Context: an optimization exercise on an open-source flow, tuned for small area, a short achievable clock period and few clock cycles per item. The choices shown serve that exercise and are no tape-out recipe. RTL that was checked went through simulation tests only; none was proved equivalent to the original.

==> run a <==
// ofl_fec_rx
module ofl_fec_rx (
    input  wire         clk,
    input  wire         rst,
    input  wire         in_valid,
    output wire         in_ready,
    input  wire [63:0]  in_data,
    output wire         out_valid,
    input  wire         out_ready,
    output reg  [63:0]  out_data,
    output reg          out_last,
    output reg          out_fec_fail,
    output reg          out_crc_ok,
    output reg  [2:0]   out_corr
);
Settings: LEC_CHECK=0, CAP_MARGIN=20, CORE_MARGIN=2, CORE_UTILIZATION=65, CTS_BUF_LIST=sky130_fd_sc_hd__clkbuf_8 sky130_fd_sc_hd__clkbuf_16, CTS_CLUSTER_DIAMETER=60, CTS_CLUSTER_SIZE=30, PLACE_DENSITY=0.75, SLEW_MARGIN=20; clock period 22.0 ns.
standard.sh (not shown) runs the stock make flow with config.mk's settings and CLKGATE_MAP_FILE= SYNTH_SCRIPT=/design/flow/synth_recipe.tcl, a recipe that flattens the netlist after the stock synthesis.
==> flow/flow/run.sh <==
#!/bin/bash
# The standard layout, with ORFS's timing repair aiming at a setup slack
# of SETUP_SLACK_MARGIN (period 22 - margin) and port buffers of a chosen cell.
set -e
export SETUP_SLACK_MARGIN=16
export BUFFER_PORTS_ARGS="-buffer_cell sky130_fd_sc_hd__buf_2"
bash standard.sh > standard.log 2>&1
==> inputs of run b, as changes to run a <==
--- a/flow/design.v
+++ b/flow/design.v
@@ -8,28 +8,27 @@
     input  wire         out_ready,
     output reg  [63:0]  out_data,
     output reg          out_last,
     output reg          out_fec_fail,
     output reg          out_crc_ok,
     output reg  [2:0]   out_corr
 );
   localparam integer R = 38;                  
-  localparam [119:0] RED = {15'h3880, 15'h1c40, 15'h0e20, 15'h4710,
-                            15'h1b08, 15'h3504, 15'h6202, 15'h7101};
   function automatic [7:0] gf_mul(input [7:0] a, input [7:0] b);
-    reg [14:0] c;
-    integer i, j;
+    reg [7:0] p, x;
+    integer i;
     begin
-      c = 15'd0;
-      for (i = 0; i < 8; i = i + 1)
-        for (j = 0; j < 8; j = j + 1)
-          c[i+j] = c[i+j] ^ (a[i] & b[j]);
-      for (j = 0; j < 8; j = j + 1)
-        gf_mul[j] = ^(c & RED[15*j +: 15]);
+      p = 8'h00;
+      x = a;
+      for (i = 0; i < 8; i = i + 1) begin
+        if (b[i]) p = p ^ x;
+        x = {x[6:0], 1'b0} ^ (x[7] ? 8'h1D : 8'h00);
+      end
+      gf_mul = p;
     end
   endfunction
   function automatic [7:0] gf_sq(input [7:0] a);
     gf_sq = gf_mul(a, a);
   endfunction
   function automatic [3:0] m16(input [3:0] a, input [3:0] b);
     reg [3:0] p, x;
     integer i;
@@ -88,17 +87,18 @@
       gf_inv[6] = r[1] ^ r[3] ^ r[4];
       gf_inv[7] = r[2];
     end
   endfunction
   localparam [7:0] AP1 = 8'h02, AP2 = 8'h04, AP3 = 8'h08, AP4 = 8'h10,
                    AP6 = 8'h40, AP9 = 8'h3a;
   localparam [7:0] AM1 = 8'h8e, AM2 = 8'h47, AM3 = 8'had, AM4 = 8'hd8,
                    AM6 = 8'h36;
-  localparam [7:0] X0_CW1 = 8'h6b, X0SQ_CW1 = 8'hfc;
+  localparam [7:0] X0_CW0 = 8'hd6, X0SQ_CW0 = 8'hd7;    
+  localparam [7:0] X0_CW1 = 8'h6b, X0SQ_CW1 = 8'hfc;    
   reg [64*R-1:0] ring;
   reg [R-1:0]    vb;             
   wire [63:0] stl  = ring[64*(R-1) +: 64];
   reg  [5:0] g;
   reg  [5:0] count;        
   reg  [5:0] dr;
   reg        in_rdy;
   reg  [4:0] wbeat;        
@@ -185,33 +185,35 @@
             1: syn_new[4*gj+gi] = gf_mul(sb, AP2) ^ gf_mul(l0, AP1) ^ l1;
             2: syn_new[4*gj+gi] = gf_mul(sb, AP4) ^ gf_mul(l0, AP2) ^ l1;
             default: syn_new[4*gj+gi] = gf_mul(sb, AP6) ^ gf_mul(l0, AP3) ^ l1;
           endcase
         end
       end
     end
   end
-  reg [31:0] h0, h1, h2;
-  wire fin = wr && (wbeat == 5'd31);
+  reg [31:0] hold1, hold2;
   integer ri;
   always @(posedge clk) begin
     if (wr)
       for (ri = 0; ri < 12; ri = ri + 1)
         syn[(ri + 4) % 12] <= syn_new[ri];
-    if (fin) begin
-      h0 <= {syn_new[7], syn_new[6], syn_new[5], syn_new[4]};
-      h1 <= {syn_new[11], syn_new[10], syn_new[9], syn_new[8]};
-      h2 <= {syn_new[3], syn_new[2], syn_new[1], syn_new[0]};
-    end else begin
-      h0 <= h1;
-      h1 <= h2;
+    if (wr && wbeat == 5'd31) begin
+      hold1 <= {syn_new[11], syn_new[10], syn_new[9], syn_new[8]};
+      hold2 <= {syn_new[3], syn_new[2], syn_new[1], syn_new[0]};
     end
   end
-  wire [31:0] es = h0;
+  reg  [31:0] es;
+  always @* begin
+    case (eng_st)
+      3'd1:    es = {syn[11], syn[10], syn[9], syn[8]};
+      3'd2:    es = hold1;
+      default: es = hold2;
+    endcase
+  end
   wire [7:0] e_s0 = es[7:0], e_s1 = es[15:8], e_s2 = es[23:16], e_s3 = es[31:24];
   wire [7:0] e_m02  = gf_mul(e_s0, e_s2);
   wire [7:0] e_m13  = gf_mul(e_s1, e_s3);
   wire [7:0] e_mk   = gf_mul(e_s0 ^ e_s1, e_s2 ^ e_s3);
   wire [7:0] e_det  = gf_sq(e_s1) ^ e_m02;
   wire [7:0] e_num1 = e_mk ^ e_m02 ^ e_m13;
   wire [7:0] e_num2 = e_m13 ^ gf_sq(e_s2);
   wire       e_two  = (e_det != 8'h00);
@@ -230,20 +232,20 @@
     q_ne   <= e_two ? 2'd2 : (e_nz ? 2'd1 : 2'd0);
     q_bad  <= e_two ? (e_num1 == 8'h00 || e_num2 == 8'h00)
                     : (e_nz && (e_s0 == 8'h00 || e_s1 == 8'h00 || e_num1 != 8'h00));
   end
   reg  [7:0] p_c2, p_c1, p_c0, p_p0, p_p1, p_iv, p_s0;
   reg  [1:0] p_ne;
   reg        p_bad;
   always @(posedge clk) begin
-    p_c2  <= q_two ? gf_mul(q_det, X0SQ_CW1) : 8'h00;
-    p_c1  <= gf_mul(q_two ? q_num1 : q_s0, X0_CW1);
+    p_c2  <= q_two ? q_det  : 8'h00;
+    p_c1  <= q_two ? q_num1 : q_s0;
     p_c0  <= q_two ? q_num2 : q_s1;
-    p_p0  <= gf_mul(gf_mul(q_s0, q_det), X0_CW1);
+    p_p0  <= gf_mul(q_s0, q_det);
     p_p1  <= gf_mul(q_s1, q_det);
     p_iv  <= gf_inv(q_num1);
     p_s0  <= q_s0;
     p_ne  <= q_ne;
     p_bad <= q_bad;
   end
   wire [7:0]  e_a   = gf_mul(p_p0, p_iv);
   wire [7:0]  e_b   = gf_mul(p_p1, p_iv) ^ p_s0;
@@ -256,17 +258,17 @@
     if (eng_st == 3'd4) next1 <= e_res;
   end
   always @(posedge clk) begin
     if (rst) begin
       eng_st     <= 3'd0;
       cur_loaded <= 1'b0;
     end else begin
       case (eng_st)
-        3'd0: if (fin) eng_st <= 3'd1;
+        3'd0: if (wr && wbeat == 5'd31) eng_st <= 3'd1;
         3'd1: eng_st <= 3'd2;
         3'd2: eng_st <= 3'd3;
         3'd3: eng_st <= 3'd4;
         3'd4: eng_st <= 3'd5;
         default: if (cur_free) eng_st <= 3'd0;
       endcase
       if (load) cur_loaded <= 1'b1;
       else if (last_rd) cur_loaded <= 1'b0;
@@ -321,23 +323,31 @@
       if (ch_bad[fj] || tot != {1'b0, ch_ne[fj]})
         fail_now = 1'b1;
       corr_sum = corr_sum + {1'b0, ch_ne[fj]};
     end
   end
   integer cj;
   always @(posedge clk) begin
     if (load) begin
-      ch_a2[0] <= gf_mul(next0[7:0], AP2);
-      ch_a1[0] <= gf_mul(next0[15:8], AP1);
+      ch_a2[0] <= gf_mul(next0[7:0], X0SQ_CW0);
+      ch_a1[0] <= gf_mul(next0[15:8], X0_CW0);
       ch_c0[0] <= next0[23:16];
-      ch_z[0]  <= gf_mul(next0[31:24], AP1);
+      ch_z[0]  <= gf_mul(next0[31:24], X0_CW0);
       {ch_bad[0], ch_ne[0], ch_b[0]} <= next0[42:32];
-      {ch_bad[1], ch_ne[1], ch_b[1], ch_z[1], ch_c0[1], ch_a1[1], ch_a2[1]} <= next1;
-      {ch_bad[2], ch_ne[2], ch_b[2], ch_z[2], ch_c0[2], ch_a1[2], ch_a2[2]} <= e_res;
+      ch_a2[1] <= gf_mul(next1[7:0], X0SQ_CW1);
+      ch_a1[1] <= gf_mul(next1[15:8], X0_CW1);
+      ch_c0[1] <= next1[23:16];
+      ch_z[1]  <= gf_mul(next1[31:24], X0_CW1);
+      {ch_bad[1], ch_ne[1], ch_b[1]} <= next1[42:32];
+      ch_a2[2] <= gf_mul(e_res[7:0], X0SQ_CW1);
+      ch_a1[2] <= gf_mul(e_res[15:8], X0_CW1);
+      ch_c0[2] <= e_res[23:16];
+      ch_z[2]  <= gf_mul(e_res[31:24], X0_CW1);
+      {ch_bad[2], ch_ne[2], ch_b[2]} <= e_res[42:32];
       for (cj = 0; cj < 3; cj = cj + 1) ch_cnt[cj] <= 2'd0;
     end else if (rd) begin
       ch_a2[1] <= gf_mul(ch_a2[0], AM6);
       ch_a1[1] <= gf_mul(ch_a1[0], AM3);
       ch_z[1]  <= gf_mul(ch_z[0], AM3);
       ch_a2[2] <= gf_mul(ch_a2[1], AM6);
       ch_a1[2] <= gf_mul(ch_a1[1], AM3);
       ch_z[2]  <= gf_mul(ch_z[1], AM3);
@@ -370,17 +380,17 @@
     if (last_rd) begin
       out_fec_fail <= fail_now;
       out_corr     <= corr_sum;
     end
   end
   reg  [63:0] crc;
   wire [63:0] chunk = {out_data[7:0],   out_data[15:8],  out_data[23:16], out_data[31:24],
                        out_data[39:32], out_data[47:40], out_data[55:48], out_data[63:56]};
-  wire [63:0] crc_x = crc ^ chunk;
+  wire [63:0] crc_x = ((ob_beat == 5'd0) ? 64'hFFFF_FFFF_FFFF_FFFF : crc) ^ chunk;
   wire [63:0] crc_y;
   wire crc_t64 = crc_x[0] ^ crc_x[63];
   wire crc_t65 = crc_x[4] ^ crc_x[24];
   wire crc_t66 = crc_x[9] ^ crc_x[16];
   wire crc_t67 = crc_x[10] ^ crc_x[17];
   wire crc_t68 = crc_x[11] ^ crc_x[18];
   wire crc_t69 = crc_x[37] ^ crc_x[42];
   wire crc_t70 = crc_x[19] ^ crc_x[54];
@@ -705,18 +715,15 @@
   assign crc_y[57] = crc_x[31] ^ crc_t64 ^ crc_t135 ^ crc_t138 ^ crc_t140 ^ crc_t166 ^ crc_t309 ^ crc_t313 ^ crc_t329;
   assign crc_y[58] = crc_x[18] ^ crc_t69 ^ crc_t78 ^ crc_t98 ^ crc_t140 ^ crc_t146 ^ crc_t180 ^ crc_t190 ^ crc_t224 ^ crc_t330;
   assign crc_y[59] = crc_x[53] ^ crc_t73 ^ crc_t91 ^ crc_t131 ^ crc_t163 ^ crc_t208 ^ crc_t254 ^ crc_t260 ^ crc_t272 ^ crc_t293;
   assign crc_y[60] = crc_t150 ^ crc_t232 ^ crc_t303 ^ crc_t325 ^ crc_t330 ^ crc_t331;
   assign crc_y[61] = crc_x[22] ^ crc_x[43] ^ crc_t65 ^ crc_t81 ^ crc_t92 ^ crc_t110 ^ crc_t158 ^ crc_t245 ^ crc_t255 ^ crc_t320 ^ crc_t328 ^ crc_t331;
   assign crc_y[62] = crc_x[36] ^ crc_x[40] ^ crc_x[61] ^ crc_t75 ^ crc_t86 ^ crc_t159 ^ crc_t164 ^ crc_t211 ^ crc_t227 ^ crc_t304;
   assign crc_y[63] = crc_x[15] ^ crc_x[50] ^ crc_x[57] ^ crc_x[62] ^ crc_t71 ^ crc_t147 ^ crc_t198 ^ crc_t204 ^ crc_t305 ^ crc_t322;
   always @(posedge clk) begin
-    if (rst || (ob_fresh && ob_beat == 5'd31))
-      crc <= 64'hFFFF_FFFF_FFFF_FFFF;
-    else if (ob_fresh)
-      crc <= crc_y;
     if (ob_fresh) begin
+      crc <= crc_y;
       if (ob_beat == 5'd30)
         out_crc_ok <= (crc == (64'h2D062787539E5AD0 ^ {chunk[63:32], 32'd0}));
     end
   end
 endmodule
==> flow/config.mk (replaced) <==
export PLATFORM = sky130hd
export DESIGN_NAME = ofl_fec_rx
export DESIGN_NICKNAME = ofl_fec_rx
export VERILOG_FILES = /design/flow/design.v
export SDC_FILE = /design/flow/constraint.sdc
export NUM_CORES = 8
export LEC_CHECK = 0
export CAP_MARGIN = 20
export CORE_MARGIN = 2
export CORE_UTILIZATION = 35
export CTS_BUF_LIST = sky130_fd_sc_hd__clkbuf_8 sky130_fd_sc_hd__clkbuf_16
export CTS_CLUSTER_DIAMETER = 60
export CTS_CLUSTER_SIZE = 30
export SLEW_MARGIN = 20
==> inputs of run c, as changes to run a <==
--- a/flow/design.v
+++ b/flow/design.v
@@ -8,28 +8,27 @@
     input  wire         out_ready,
     output reg  [63:0]  out_data,
     output reg          out_last,
     output reg          out_fec_fail,
     output reg          out_crc_ok,
     output reg  [2:0]   out_corr
 );
   localparam integer R = 38;                  
-  localparam [119:0] RED = {15'h3880, 15'h1c40, 15'h0e20, 15'h4710,
-                            15'h1b08, 15'h3504, 15'h6202, 15'h7101};
   function automatic [7:0] gf_mul(input [7:0] a, input [7:0] b);
-    reg [14:0] c;
-    integer i, j;
+    reg [7:0] p, x;
+    integer i;
     begin
-      c = 15'd0;
-      for (i = 0; i < 8; i = i + 1)
-        for (j = 0; j < 8; j = j + 1)
-          c[i+j] = c[i+j] ^ (a[i] & b[j]);
-      for (j = 0; j < 8; j = j + 1)
-        gf_mul[j] = ^(c & RED[15*j +: 15]);
+      p = 8'h00;
+      x = a;
+      for (i = 0; i < 8; i = i + 1) begin
+        if (b[i]) p = p ^ x;
+        x = {x[6:0], 1'b0} ^ (x[7] ? 8'h1D : 8'h00);
+      end
+      gf_mul = p;
     end
   endfunction
   function automatic [7:0] gf_sq(input [7:0] a);
     gf_sq = gf_mul(a, a);
   endfunction
   function automatic [3:0] m16(input [3:0] a, input [3:0] b);
     reg [3:0] p, x;
     integer i;
@@ -88,17 +87,18 @@
       gf_inv[6] = r[1] ^ r[3] ^ r[4];
       gf_inv[7] = r[2];
     end
   endfunction
   localparam [7:0] AP1 = 8'h02, AP2 = 8'h04, AP3 = 8'h08, AP4 = 8'h10,
                    AP6 = 8'h40, AP9 = 8'h3a;
   localparam [7:0] AM1 = 8'h8e, AM2 = 8'h47, AM3 = 8'had, AM4 = 8'hd8,
                    AM6 = 8'h36;
-  localparam [7:0] X0_CW1 = 8'h6b, X0SQ_CW1 = 8'hfc;
+  localparam [7:0] X0_CW0 = 8'hd6, X0SQ_CW0 = 8'hd7;    
+  localparam [7:0] X0_CW1 = 8'h6b, X0SQ_CW1 = 8'hfc;    
   reg [64*R-1:0] ring;
   reg [R-1:0]    vb;             
   wire [63:0] stl  = ring[64*(R-1) +: 64];
   reg  [5:0] g;
   reg  [5:0] count;        
   reg  [5:0] dr;
   reg        in_rdy;
   reg  [4:0] wbeat;        
@@ -185,33 +185,35 @@
             1: syn_new[4*gj+gi] = gf_mul(sb, AP2) ^ gf_mul(l0, AP1) ^ l1;
             2: syn_new[4*gj+gi] = gf_mul(sb, AP4) ^ gf_mul(l0, AP2) ^ l1;
             default: syn_new[4*gj+gi] = gf_mul(sb, AP6) ^ gf_mul(l0, AP3) ^ l1;
           endcase
         end
       end
     end
   end
-  reg [31:0] h0, h1, h2;
-  wire fin = wr && (wbeat == 5'd31);
+  reg [31:0] hold1, hold2;
   integer ri;
   always @(posedge clk) begin
     if (wr)
       for (ri = 0; ri < 12; ri = ri + 1)
         syn[(ri + 4) % 12] <= syn_new[ri];
-    if (fin) begin
-      h0 <= {syn_new[7], syn_new[6], syn_new[5], syn_new[4]};
-      h1 <= {syn_new[11], syn_new[10], syn_new[9], syn_new[8]};
-      h2 <= {syn_new[3], syn_new[2], syn_new[1], syn_new[0]};
-    end else begin
-      h0 <= h1;
-      h1 <= h2;
+    if (wr && wbeat == 5'd31) begin
+      hold1 <= {syn_new[11], syn_new[10], syn_new[9], syn_new[8]};
+      hold2 <= {syn_new[3], syn_new[2], syn_new[1], syn_new[0]};
     end
   end
-  wire [31:0] es = h0;
+  reg  [31:0] es;
+  always @* begin
+    case (eng_st)
+      3'd1:    es = {syn[11], syn[10], syn[9], syn[8]};
+      3'd2:    es = hold1;
+      default: es = hold2;
+    endcase
+  end
   wire [7:0] e_s0 = es[7:0], e_s1 = es[15:8], e_s2 = es[23:16], e_s3 = es[31:24];
   wire [7:0] e_m02  = gf_mul(e_s0, e_s2);
   wire [7:0] e_m13  = gf_mul(e_s1, e_s3);
   wire [7:0] e_mk   = gf_mul(e_s0 ^ e_s1, e_s2 ^ e_s3);
   wire [7:0] e_det  = gf_sq(e_s1) ^ e_m02;
   wire [7:0] e_num1 = e_mk ^ e_m02 ^ e_m13;
   wire [7:0] e_num2 = e_m13 ^ gf_sq(e_s2);
   wire       e_two  = (e_det != 8'h00);
@@ -230,20 +232,20 @@
     q_ne   <= e_two ? 2'd2 : (e_nz ? 2'd1 : 2'd0);
     q_bad  <= e_two ? (e_num1 == 8'h00 || e_num2 == 8'h00)
                     : (e_nz && (e_s0 == 8'h00 || e_s1 == 8'h00 || e_num1 != 8'h00));
   end
   reg  [7:0] p_c2, p_c1, p_c0, p_p0, p_p1, p_iv, p_s0;
   reg  [1:0] p_ne;
   reg        p_bad;
   always @(posedge clk) begin
-    p_c2  <= q_two ? gf_mul(q_det, X0SQ_CW1) : 8'h00;
-    p_c1  <= gf_mul(q_two ? q_num1 : q_s0, X0_CW1);
+    p_c2  <= q_two ? q_det  : 8'h00;
+    p_c1  <= q_two ? q_num1 : q_s0;
     p_c0  <= q_two ? q_num2 : q_s1;
-    p_p0  <= gf_mul(gf_mul(q_s0, q_det), X0_CW1);
+    p_p0  <= gf_mul(q_s0, q_det);
     p_p1  <= gf_mul(q_s1, q_det);
     p_iv  <= gf_inv(q_num1);
     p_s0  <= q_s0;
     p_ne  <= q_ne;
     p_bad <= q_bad;
   end
   wire [7:0]  e_a   = gf_mul(p_p0, p_iv);
   wire [7:0]  e_b   = gf_mul(p_p1, p_iv) ^ p_s0;
@@ -256,17 +258,17 @@
     if (eng_st == 3'd4) next1 <= e_res;
   end
   always @(posedge clk) begin
     if (rst) begin
       eng_st     <= 3'd0;
       cur_loaded <= 1'b0;
     end else begin
       case (eng_st)
-        3'd0: if (fin) eng_st <= 3'd1;
+        3'd0: if (wr && wbeat == 5'd31) eng_st <= 3'd1;
         3'd1: eng_st <= 3'd2;
         3'd2: eng_st <= 3'd3;
         3'd3: eng_st <= 3'd4;
         3'd4: eng_st <= 3'd5;
         default: if (cur_free) eng_st <= 3'd0;
       endcase
       if (load) cur_loaded <= 1'b1;
       else if (last_rd) cur_loaded <= 1'b0;
@@ -321,23 +323,31 @@
       if (ch_bad[fj] || tot != {1'b0, ch_ne[fj]})
         fail_now = 1'b1;
       corr_sum = corr_sum + {1'b0, ch_ne[fj]};
     end
   end
   integer cj;
   always @(posedge clk) begin
     if (load) begin
-      ch_a2[0] <= gf_mul(next0[7:0], AP2);
-      ch_a1[0] <= gf_mul(next0[15:8], AP1);
+      ch_a2[0] <= gf_mul(next0[7:0], X0SQ_CW0);
+      ch_a1[0] <= gf_mul(next0[15:8], X0_CW0);
       ch_c0[0] <= next0[23:16];
-      ch_z[0]  <= gf_mul(next0[31:24], AP1);
+      ch_z[0]  <= gf_mul(next0[31:24], X0_CW0);
       {ch_bad[0], ch_ne[0], ch_b[0]} <= next0[42:32];
-      {ch_bad[1], ch_ne[1], ch_b[1], ch_z[1], ch_c0[1], ch_a1[1], ch_a2[1]} <= next1;
-      {ch_bad[2], ch_ne[2], ch_b[2], ch_z[2], ch_c0[2], ch_a1[2], ch_a2[2]} <= e_res;
+      ch_a2[1] <= gf_mul(next1[7:0], X0SQ_CW1);
+      ch_a1[1] <= gf_mul(next1[15:8], X0_CW1);
+      ch_c0[1] <= next1[23:16];
+      ch_z[1]  <= gf_mul(next1[31:24], X0_CW1);
+      {ch_bad[1], ch_ne[1], ch_b[1]} <= next1[42:32];
+      ch_a2[2] <= gf_mul(e_res[7:0], X0SQ_CW1);
+      ch_a1[2] <= gf_mul(e_res[15:8], X0_CW1);
+      ch_c0[2] <= e_res[23:16];
+      ch_z[2]  <= gf_mul(e_res[31:24], X0_CW1);
+      {ch_bad[2], ch_ne[2], ch_b[2]} <= e_res[42:32];
       for (cj = 0; cj < 3; cj = cj + 1) ch_cnt[cj] <= 2'd0;
     end else if (rd) begin
       ch_a2[1] <= gf_mul(ch_a2[0], AM6);
       ch_a1[1] <= gf_mul(ch_a1[0], AM3);
       ch_z[1]  <= gf_mul(ch_z[0], AM3);
       ch_a2[2] <= gf_mul(ch_a2[1], AM6);
       ch_a1[2] <= gf_mul(ch_a1[1], AM3);
       ch_z[2]  <= gf_mul(ch_z[1], AM3);
@@ -370,17 +380,17 @@
     if (last_rd) begin
       out_fec_fail <= fail_now;
       out_corr     <= corr_sum;
     end
   end
   reg  [63:0] crc;
   wire [63:0] chunk = {out_data[7:0],   out_data[15:8],  out_data[23:16], out_data[31:24],
                        out_data[39:32], out_data[47:40], out_data[55:48], out_data[63:56]};
-  wire [63:0] crc_x = crc ^ chunk;
+  wire [63:0] crc_x = ((ob_beat == 5'd0) ? 64'hFFFF_FFFF_FFFF_FFFF : crc) ^ chunk;
   wire [63:0] crc_y;
   wire crc_t64 = crc_x[0] ^ crc_x[63];
   wire crc_t65 = crc_x[4] ^ crc_x[24];
   wire crc_t66 = crc_x[9] ^ crc_x[16];
   wire crc_t67 = crc_x[10] ^ crc_x[17];
   wire crc_t68 = crc_x[11] ^ crc_x[18];
   wire crc_t69 = crc_x[37] ^ crc_x[42];
   wire crc_t70 = crc_x[19] ^ crc_x[54];
@@ -705,18 +715,15 @@
   assign crc_y[57] = crc_x[31] ^ crc_t64 ^ crc_t135 ^ crc_t138 ^ crc_t140 ^ crc_t166 ^ crc_t309 ^ crc_t313 ^ crc_t329;
   assign crc_y[58] = crc_x[18] ^ crc_t69 ^ crc_t78 ^ crc_t98 ^ crc_t140 ^ crc_t146 ^ crc_t180 ^ crc_t190 ^ crc_t224 ^ crc_t330;
   assign crc_y[59] = crc_x[53] ^ crc_t73 ^ crc_t91 ^ crc_t131 ^ crc_t163 ^ crc_t208 ^ crc_t254 ^ crc_t260 ^ crc_t272 ^ crc_t293;
   assign crc_y[60] = crc_t150 ^ crc_t232 ^ crc_t303 ^ crc_t325 ^ crc_t330 ^ crc_t331;
   assign crc_y[61] = crc_x[22] ^ crc_x[43] ^ crc_t65 ^ crc_t81 ^ crc_t92 ^ crc_t110 ^ crc_t158 ^ crc_t245 ^ crc_t255 ^ crc_t320 ^ crc_t328 ^ crc_t331;
   assign crc_y[62] = crc_x[36] ^ crc_x[40] ^ crc_x[61] ^ crc_t75 ^ crc_t86 ^ crc_t159 ^ crc_t164 ^ crc_t211 ^ crc_t227 ^ crc_t304;
   assign crc_y[63] = crc_x[15] ^ crc_x[50] ^ crc_x[57] ^ crc_x[62] ^ crc_t71 ^ crc_t147 ^ crc_t198 ^ crc_t204 ^ crc_t305 ^ crc_t322;
   always @(posedge clk) begin
-    if (rst || (ob_fresh && ob_beat == 5'd31))
-      crc <= 64'hFFFF_FFFF_FFFF_FFFF;
-    else if (ob_fresh)
-      crc <= crc_y;
     if (ob_fresh) begin
+      crc <= crc_y;
       if (ob_beat == 5'd30)
         out_crc_ok <= (crc == (64'h2D062787539E5AD0 ^ {chunk[63:32], 32'd0}));
     end
   end
 endmodule
==> flow/config.mk (replaced) <==
export PLATFORM = sky130hd
export DESIGN_NAME = ofl_fec_rx
export DESIGN_NICKNAME = ofl_fec_rx
export VERILOG_FILES = /design/flow/design.v
export SDC_FILE = /design/flow/constraint.sdc
export NUM_CORES = 8
export LEC_CHECK = 0
export CAP_MARGIN = 20
export CORE_MARGIN = 2
export CORE_UTILIZATION = 35
export SLEW_MARGIN = 20
==> comparison table <==
Outcome: run c complete, no violations; run a complete, no violations; run b complete, no violations
Placeable core area: run c 0.297 mm2; run a 0.154 mm2; run b 0.297 mm2
Met1 track utilization from global routing: run c 25.8%; run a 44.4%; run b 25.7%
Sequential area share after synthesis: run c 65.0%; run a 66.8%; run b 65.0%
Synth Area in Adders: run c 0.862%; run a 0.904%; run b 0.862%
WL met1: run c 131000 um; run a 110000 um; run b 130000 um
Hold slack final: run c 287 ps; run a 272 ps; run b 224 ps
HPWL after detailed placement: run c 202000 um; run a 176000 um; run b 202000 um
Syn Std Cell Area: run c 0.104 mm2; run a 0.101 mm2; run b 0.104 mm2
Buffer count from post-CTS setup fixing: run c 51; run a 12; run b 56
Proportion of layout cells with a drive suffix above 1: run c 11.4%; run a 7.62%; run b 9.34%
Critical hold path startpoint: run c ring[1112]; run a q_ne[1]; run b ring[92]
Sequential portion of the cell area: run c 56.0%; run a 61.4%; run b 58.1%
Worst setup slack before clock tree synthesis: run c 14390 ps; run a 13870 ps; run b 14390 ps
Minimum clock period: run c 6020 ps; run a 6000 ps; run b 6050 ps
Testbench counts of run b, summed over its fixed seeds: cycles 61,744, items 1,920.
Testbench counts of run c, summed over its fixed seeds: cycles 61,744, items 1,920.
Only the layout flow was run in run a; the RTL was not checked for function there.

## static timing again, ports no longer ideal
In the flow no input, the clock included, has a driving cell. The finished layouts below were timed again as built, in two steps.
Step 1 sets driving cells, clkbuf_16 on the clock port and buf_2 on the other inputs (assumed; they add their load-dependent delay and slew).
Step 2 also shifts input and output timing later by t, the mid clock arrival at the registers, as if the neighbouring blocks saw the same clock.
Three values: no drivers, after step 1, after step 2; two values: the first two.
| run | t (ns) | slack for setup (ns) | worst setup path at the end |
|---|---|---|---|
| run a | 0.894 | 16.001 / 15.916 / 15.219 | input to register |
| run b | 0.897 | 15.949 / 15.862 / 15.186 | input to register |
| run c | 0.889 | 15.981 / 15.903 / 15.212 | input to register |
After both steps every run listed still meets setup and hold. The setup slack of run a, which loses most, moves by -0.085 ns with the drivers and by -0.782 ns with both steps.
